This design comes from an exercise in tuning for small area, a short achievable clock period and few clock cycles per item on the open sky130 flow, not from production work. Only simulation tests tie the RTL to the original design; equivalence was not proved.

Setup of alpha:
## mx_encoder
module mx_encoder (
    input  wire          clk,
    input  wire          rst,           
    input  wire          in_valid,
    output wire          in_ready,
    input  wire [3:0]    in_fmt,
    input  wire [1023:0] in_data,
    output reg           out_valid,
    input  wire          out_ready,
    output reg  [263:0]  out_block
);
Size: about 8,600 cells after synthesis, ~530 flip-flops.
clock: 250.0 ns
lec_check: 0
cap_margin: 0
core_margin: 2
core_utilization: 60
cts_buf_list: sky130_fd_sc_hd__clkbuf_4
gpl_timing_driven: 1
slew_margin: 0
standard.sh (not shown) runs the stock make flow with config.mk's settings and CLKGATE_MAP_FILE= SYNTH_SCRIPT=/design/flow/synth_recipe.tcl, a recipe that flattens the netlist after the stock synthesis.
==> flow/flow/run.sh <==
#!/bin/bash
# Own layout flow: the standard ORFS flow (standard.sh), with two changes
# to how the layout is made:
#  - Yosys maps the logic with an area-recovering ABC script (flow/abc.script,
#    Yosys's own default ABC script) instead of ORFS's delay-driven one;
#  - port buffers are sky130_fd_sc_hd__buf_1 cells (every port still gets one).
# Each tool's full output stays in this folder: make's in flow_make.log, and
# ORFS's per-step logs under orfs/logs/.
set -euo pipefail
here=$(pwd)
rm -rf "$here/scripts_mod"
cp -r "$FLOW_HOME/scripts" "$here/scripts_mod"
cp "$here/flow/abc.script" "$here/scripts_mod/abc_speed.script"
bash "$here/standard.sh" SCRIPTS_DIR="$here/scripts_mod" \
    BUFFER_PORTS_ARGS="-buffer_cell sky130_fd_sc_hd__buf_1" finish \
    > "$here/flow_make.log" 2>&1
test -f "$here/out/final.def"
==> flow/flow/abc.script <==
strash
&get -n
&fraig -x
&put
scorr
dc2
dretime
strash
&get -n
&dch -f
&nf
&put
Status: alpha FAILED at I/O pin placement (tool error)
Testbench counts of alpha, summed over its fixed seeds: cycles 3,208, items 3,200.
What beta does differently from alpha at the input level:
-- flow/config.mk --
<<< alpha, line 8
export CAP_MARGIN = 0
>>> beta, line 8
export CAP_MARGIN = 20
<<< alpha, line 10
export CORE_UTILIZATION = 60
export CTS_BUF_LIST = sky130_fd_sc_hd__clkbuf_4
export GPL_TIMING_DRIVEN = 1
export SLEW_MARGIN = 0
>>> beta, line 10
export CORE_UTILIZATION = 40
export GPL_TIMING_DRIVEN = 0
export SLEW_MARGIN = 20
Notes after the runs:
beta finished end to end and its layout was clean on timing, DRC and antenna.
beta vs. alpha: adder-cell share of the synthesized area ~0 delta, post-synthesis compound-gate area fraction was more or less identical, area after synthesis barely changed, overall die width moved up, async set-reset flop share out of synthesis ~0 delta.
From alpha to beta, fraction of synthesized area in multiplexers did not move at all.
As far as distinct cell type count after synthesis goes, alpha and beta are indistinguishable; the numbers are identical.
[beta] row count rose 28 relative to alpha
Higher die height goes to beta over alpha.
The inputs of gamma differ from those of beta as listed below.
-- flow/config.mk --
<<< beta, line 8
export CAP_MARGIN = 20
>>> gamma, line 8
export CAP_MARGIN = 10
<<< beta, line 11
export GPL_TIMING_DRIVEN = 0
export SLEW_MARGIN = 20
>>> gamma, line 11
export CTS_BUF_LIST = sky130_fd_sc_hd__clkbuf_4
export GPL_TIMING_DRIVEN = 1
export SLEW_MARGIN = 10
--- outcome ---
On instance count after placement with tap cells included, the lower figure sits with gamma, not beta.
Of the two values seen for beginning of the critical path, in_data[952] was produced by gamma and in_data[184] by beta.
gamma: all stages complete, timing, DRC and antenna checks passed
Diff beta -> gamma: cell count rose 0.89%, cell area after layout now smaller.
Relative to gamma, the following input files were edited for delta:
-- flow/config.mk --
<<< gamma, line 8
export CAP_MARGIN = 10
>>> delta, line 8
export CAP_MARGIN = 20
<<< gamma, line 13
export SLEW_MARGIN = 10
>>> delta, line 13
export PLACE_DENSITY = 0.75
export SLEW_MARGIN = 20
## What came out
- Per the comparison of delta with gamma, final count of hold timing violations neither gained nor lost much; cell area neither gained nor lost much; arrival time at the worst endpoint lost 0.30 ns; area added between synthesis and finish picked up an extra 0.28 points.
- Result: PASS for each of delta and gamma

* * *

Setup of v10:
The RTL this note starts from:
==> flow/design.v <==
module mx_elem (
    input  wire [31:0] v,
    input  wire [9:0]  nK,       
    input  wire        m3,       
    input  wire        m2,       
    input  wire        e4m3,
    input  wire        e5m2,
    input  wire        e3m2,
    input  wire [7:0]  maxext,   
    output wire [7:0]  code
);
    wire [7:0]  ef = v[30:23];
    wire [22:0] f  = v[22:0];
    wire        h  = |ef;
    wire        s16 = ~|{h, f[22:8]};
    wire [23:4] x1  = {s16 ? f[7:0] : {h, f[22:16]}, f[15:8], f[7:4] & {4{~s16}}};
    wire        k1  = ~s16 & |f[3:0];
    wire        s8  = ~|x1[23:16];
    wire [23:12] x2 = s8 ? x1[15:4] : x1[23:12];
    wire        k2  = k1 | (~s8 & |x1[11:4]);
    wire        s4  = ~|x2[23:20];
    wire [23:16] x3 = s4 ? x2[19:12] : x2[23:16];
    wire        k3  = k2 | (~s4 & |x2[15:12]);
    wire        s2  = ~|x3[23:22];
    wire [23:18] x4 = s2 ? x3[21:16] : x3[23:18];
    wire        k4  = k3 | (~s2 & |x3[17:16]);
    wire        s1  = ~x4[23];
    wire [22:19] x5 = s1 ? x4[21:18] : x4[22:19];
    wire        stk = k4 | (~s1 & x4[18]);
    wire [4:0]  lz  = {s16, s8, s4, s2, s1};
    wire [4:0]  V   = {x4[23] | x4[22], x5};
    wire [2:0]  mn0 = m3 ? V[3:1] : (m2 ? {V[3:2], 1'b1} : {V[3], 2'b11});
    wire        R0  = m3 ? V[0] : (m2 ? V[1] : V[2]);
    wire        c0  = R0 & (&mn0);           
    wire [4:0]  nl;                           
    wire [5:0]  nc;
    assign nc[0] = 1'b0;
    genvar i;
    generate for (i = 0; i < 5; i = i + 1) begin : neg
        wire a = ~lz[i];
        wire b = (i == 1);
        assign nl[i]   = a ^ b ^ nc[i];
        assign nc[i+1] = (a & b) | (nc[i] & (a ^ b));
    end endgenerate
    wire        sx = ~h & (|lz[4:1]);
    wire [9:0]  A  = {sx, sx, ef[7:5] | {3{sx}}, ef[4:0] | ({5{~h}} & nl)};
    wire [9:0]  T;
    wire [10:0] tc;
    assign tc[0] = c0;
    generate for (i = 0; i < 10; i = i + 1) begin : add
        assign T[i]    = A[i] ^ nK[i] ^ tc[i];
        assign tc[i+1] = (A[i] & nK[i]) | (tc[i] & (A[i] ^ nK[i]));
    end endgenerate
    wire        Z   = ~|T[9:2];
    wire        O   = &T[9:2];
    wire        Ta  = Z & (T[1:0] == 2'd0);       
    wire        Tb  = Z & (T[1:0] == 2'd1);       
    wire        Tc  = O & (T[1:0] == 2'd3);       
    wire        Td  = O & (T[1:0] == 2'd2);       
    wire        Te  = O & (T[1:0] == 2'd1);       
    wire        pos = ~T[9] & ~Ta & ~(Tb & c0);
    wire        q1  = c0 ? Tb : Ta;               
    wire        q2  = c0 ? Ta : Tc;               
    wire        q3  = c0 ? Tc : Td;               
    wire        q4  = c0 ? Td : Te;               
    wire [8:0]  Vx  = {4'd0, V};
    wire [4:0]  W;
    generate for (i = 0; i < 5; i = i + 1) begin : shr
        assign W[i] = (pos & Vx[i]) | (q1 & Vx[i+1]) | (q2 & Vx[i+2]) | (q3 & Vx[i+3]) | (q4 & Vx[i+4]);
    end endgenerate
    wire        out = (q1 & V[0]) | (q2 & |V[1:0]) | (q3 & |V[2:0]) | (q4 & |V[3:0]);
    wire        st0 = stk | out;
    wire [3:0]  kept = m3 ? W[4:1] : (m2 ? {W[4:2], 1'b1} : {W[4:3], 2'b11});
    wire        R    = m3 ? W[0]   : (m2 ? W[1] : W[2]);
    wire        St   = st0 | (m3 ? 1'b0 : (m2 ? W[0] : |W[1:0]));
    wire        L    = m3 ? W[1]   : (m2 ? W[2] : W[3]);
    wire        inc  = R & (St | L);
    wire [3:0]  ki;
    wire [4:0]  kc;
    assign kc[0] = inc;
    generate for (i = 0; i < 4; i = i + 1) begin : rnd
        assign ki[i]   = kept[i] ^ kc[i];
        assign kc[i+1] = kept[i] & kc[i];
    end endgenerate
    wire        sat  = e4m3 ? (T[4] | (&T[3:0] & &ki[2:0])) :
                       e5m2 ? &T[4:0] : e3m2 ? T[3] : T[2];
    assign code = pos ? (sat ? maxext : {T[4:0], ki[2:0]}) : {4'd0, ki};
endmodule
module mx_encoder (
    input  wire          clk,
    input  wire          rst,           
    input  wire          in_valid,
    output wire          in_ready,
    input  wire [3:0]    in_fmt,
    input  wire [1023:0] in_data,
    output reg           out_valid,
    input  wire          out_ready,
    output reg  [263:0]  out_block
);
    wire f5 = in_fmt == 4'h5;    
    wire f6 = in_fmt == 4'h6;    
    wire f7 = in_fmt == 4'h7;    
    wire f8 = in_fmt == 4'h8;    
    wire f9 = in_fmt == 4'h9;    
    wire fmt_ok = f5 | f6 | f7 | f8 | f9;
    wire m3 = f5 | f8;
    wire m2 = f6 | f7;
    wire [7:0] emax   = f5 ? 8'd8  : f6 ? 8'd15 : f7 ? 8'd4 : 8'd2;
    wire [7:0] B      = f5 ? 8'd15 : f6 ? 8'd30 : f7 ? 8'd7 : 8'd3;
    wire [7:0] maxext = f5 ? 8'h7E : f6 ? 8'hF7 : f7 ? 8'h3F : 8'h1F;
    function [7:0] emx;
        input [7:0] a, b;
        reg [7:0] g, e;
        reg [3:0] g1, e1;
        reg [1:0] g2, e2;
        integer k;
        begin
            g = a & ~b;
            e = ~(a ^ b);
            for (k = 0; k < 4; k = k + 1) begin
                g1[k] = g[2*k+1] | (e[2*k+1] & g[2*k]);
                e1[k] = e[2*k+1] & e[2*k];
            end
            for (k = 0; k < 2; k = k + 1) begin
                g2[k] = g1[2*k+1] | (e1[2*k+1] & g1[2*k]);
                e2[k] = e1[2*k+1] & e1[2*k];
            end
            emx = (g2[1] | (e2[1] & g2[0])) ? a : b;
        end
    endfunction
    wire [7:0] lv [0:62];
    genvar g;
    generate
        for (g = 0; g < 32; g = g + 1) begin : lf
            assign lv[g] = in_data[32*g+23 +: 8];
        end
        for (g = 0; g < 31; g = g + 1) begin : nd
            assign lv[32+g] = emx(lv[2*g], lv[2*g+1]);
        end
    endgenerate
    wire [7:0] efmax   = lv[62];
    wire       special = &efmax;             
    wire [8:0] d1 = {1'b0, efmax} - {1'b0, emax};
    wire       big = ~d1[8] & (|d1[7:0]);
    wire [7:0] scale = special ? 8'hFF : (big ? d1[7:0] : 8'd0);
    wire [9:0] nKf = {2'b0, B} - {2'b0, efmax};
    wire [9:0] nKe = {2'b0, B} - {2'b0, emax};
    wire [9:0] nK  = big ? nKf : nKe;
    wire       kill = special | ~fmt_ok;
    wire [7:0] c [0:31];
    generate for (g = 0; g < 32; g = g + 1) begin : el
        mx_elem u (.v(in_data[32*g +: 32]), .nK(nK), .m3(m3), .m2(m2), .e4m3(f5),
                   .e5m2(f6), .e3m2(f7), .maxext(maxext), .code(c[g]));
    end endgenerate
    reg         full1;
    reg [263:0] skid;
    wire        use_new = ~kill & ~full1;
    wire        s5 = f5 & use_new, s6 = f6 & use_new, s7 = f7 & use_new,
                s8 = f8 & use_new, s9 = f9 & use_new;
    reg [263:0] b5, b6, b7, b8, b9;
    integer k;
    always @(*) begin
        b5 = 264'd0; b6 = 264'd0; b7 = 264'd0; b8 = 264'd0; b9 = 264'd0;
        for (k = 0; k < 32; k = k + 1) begin
            b5[8 + 8*k +: 8] = {in_data[32*k+31], c[k][6:0]};
            b6[8 + 8*k +: 8] = {in_data[32*k+31], c[k][7:1]};
            b7[8 + 6*k +: 6] = {in_data[32*k+31], c[k][5:1]};
            b8[8 + 6*k +: 6] = {in_data[32*k+31], c[k][4:0]};
            b9[8 + 4*k +: 4] = {in_data[32*k+31], c[k][4:2]};
        end
    end
    wire [263:0] nxt = ({264{full1}} & skid) | ({264{s5}} & b5) | ({264{s6}} & b6) |
                       ({264{s7}} & b7) | ({264{s8}} & b8) | ({264{s9}} & b9) |
                       {256'd0, (fmt_ok & ~full1) ? scale : 8'd0};
    assign in_ready = ~full1;
    wire accept = in_valid & ~full1;
    wire r0_free = ~out_valid | out_ready;
    always @(posedge clk) begin
        if (rst) begin
            out_valid <= 1'b0;
            full1     <= 1'b0;
        end else if (r0_free) begin
            out_valid <= full1 | accept;
            full1     <= 1'b0;
        end else if (accept) begin
            full1     <= 1'b1;
        end
    end
    always @(posedge clk) begin
        if (r0_free && (full1 || accept))
            out_block <= nxt;
        if (!r0_free && accept)
            skid <= nxt;
    end
endmodule
==> flow/config.mk <==
export PLATFORM = sky130hd
export DESIGN_NAME = mx_encoder
export DESIGN_NICKNAME = mx_encoder
export VERILOG_FILES = /design/flow/design.v
export SDC_FILE = /design/flow/constraint.sdc
export NUM_CORES = 8
export LEC_CHECK = 0
export CAP_MARGIN = 0
export CORE_MARGIN = 2
export CORE_UTILIZATION = 40
export CTS_BUF_LIST = sky130_fd_sc_hd__clkbuf_4
export GPL_TIMING_DRIVEN = 0
export SLEW_MARGIN = 0
==> flow/constraint.sdc <==
create_clock -name core_clock -period 250.0 [get_ports {clk}]
set_input_delay 50.0000 -clock core_clock [delete_from_list [all_inputs] [get_ports {clk}]]
set_output_delay 50.0000 -clock core_clock [all_outputs]
set_load 0.01 [all_outputs]
Scripts as last shown in full above: flow/flow/run.sh, flow/flow/abc.script
Finished, but not clean: v10, with max-capacitance violations, max-slew violations.
Testbench counts of v10, summed over its fixed seeds: cycles 3,208, items 3,200.
Changes in v28 relative to v10:
Settings: SLEW_MARGIN now 20, was 0; GPL_TIMING_DRIVEN now 1, was 0; CAP_MARGIN now 20, was 0.
==> results.txt <==
From the logs: v10 reached the end of the flow and failed the layout checks with max-capacitance violations, max-slew violations.
v28 went all the way through synthesis, placement and routing and the layout is clean on timing, DRC and antenna.
Higher area growth from synthesis to layout among v28 and v10: v10
Delta(final critical delay including setup and external delays, v28 - v10) < 0
v28 does worse than v10 on total wirelength of the detailed-routed design.
Compared with v10, placement density in the core of v28 is lower.
When v28 is set beside v10, its routed length on met2 turns out to be 3100 um larger.
Total placed cells including tap cells across v28 and v10: no real change.
Re HPWL after detailed placement: v28 and v10 aren't equal, and the higher value belongs to v10.
Taking v10 as the reference, in v28 count of antenna-violating nets left after detailed routing did not really move; cell area after placement went down.

## what the ideal ports hide
In the flow no input, the clock included, has a driving cell. The finished layouts below were timed again as built, in two steps. Step 1 assumes that a clkbuf_16 drives the clock port and a buf_2 every other input. Step 2 also shifts input and output timing later by t, the mid clock arrival at the registers, as if the neighbouring blocks saw the same clock. Three values: ideal, step 1, step 2; two values: the first two.
| run | shift t [ns] | setup WS [ns] | worst hold slack (ns) | worst setup path at the end | latest minus earliest clock arrival (ns) |
|---|---|---|---|---|---|
| beta | 0.718 | 178.642 / 178.688 / 177.970 | 0.536 / 0.536 / 0.536 | input to register | 0.053 / 0.053 |
| gamma | 1.252 | 178.710 / 178.723 / 177.471 | 0.482 / 0.482 / 0.482 | input to register | 0.151 / 0.152 |
| delta | 1.167 | 178.918 / 178.899 / 177.732 | 0.545 / 0.545 / 0.545 | input to register | 0.119 / 0.119 |
| v10 | 1.141 | 177.451 / 177.506 / 176.365 | 0.520 / 0.520 / 0.520 | input to register | 0.081 / 0.080 |
| v28 | 1.241 | 179.164 / 179.187 / 177.945 | 0.527 / 0.527 / 0.527 | input to register | 0.127 / 0.127 |
The setup slack of gamma, which loses most, moves by +0.013 ns with the drivers and by -1.239 ns with both steps.
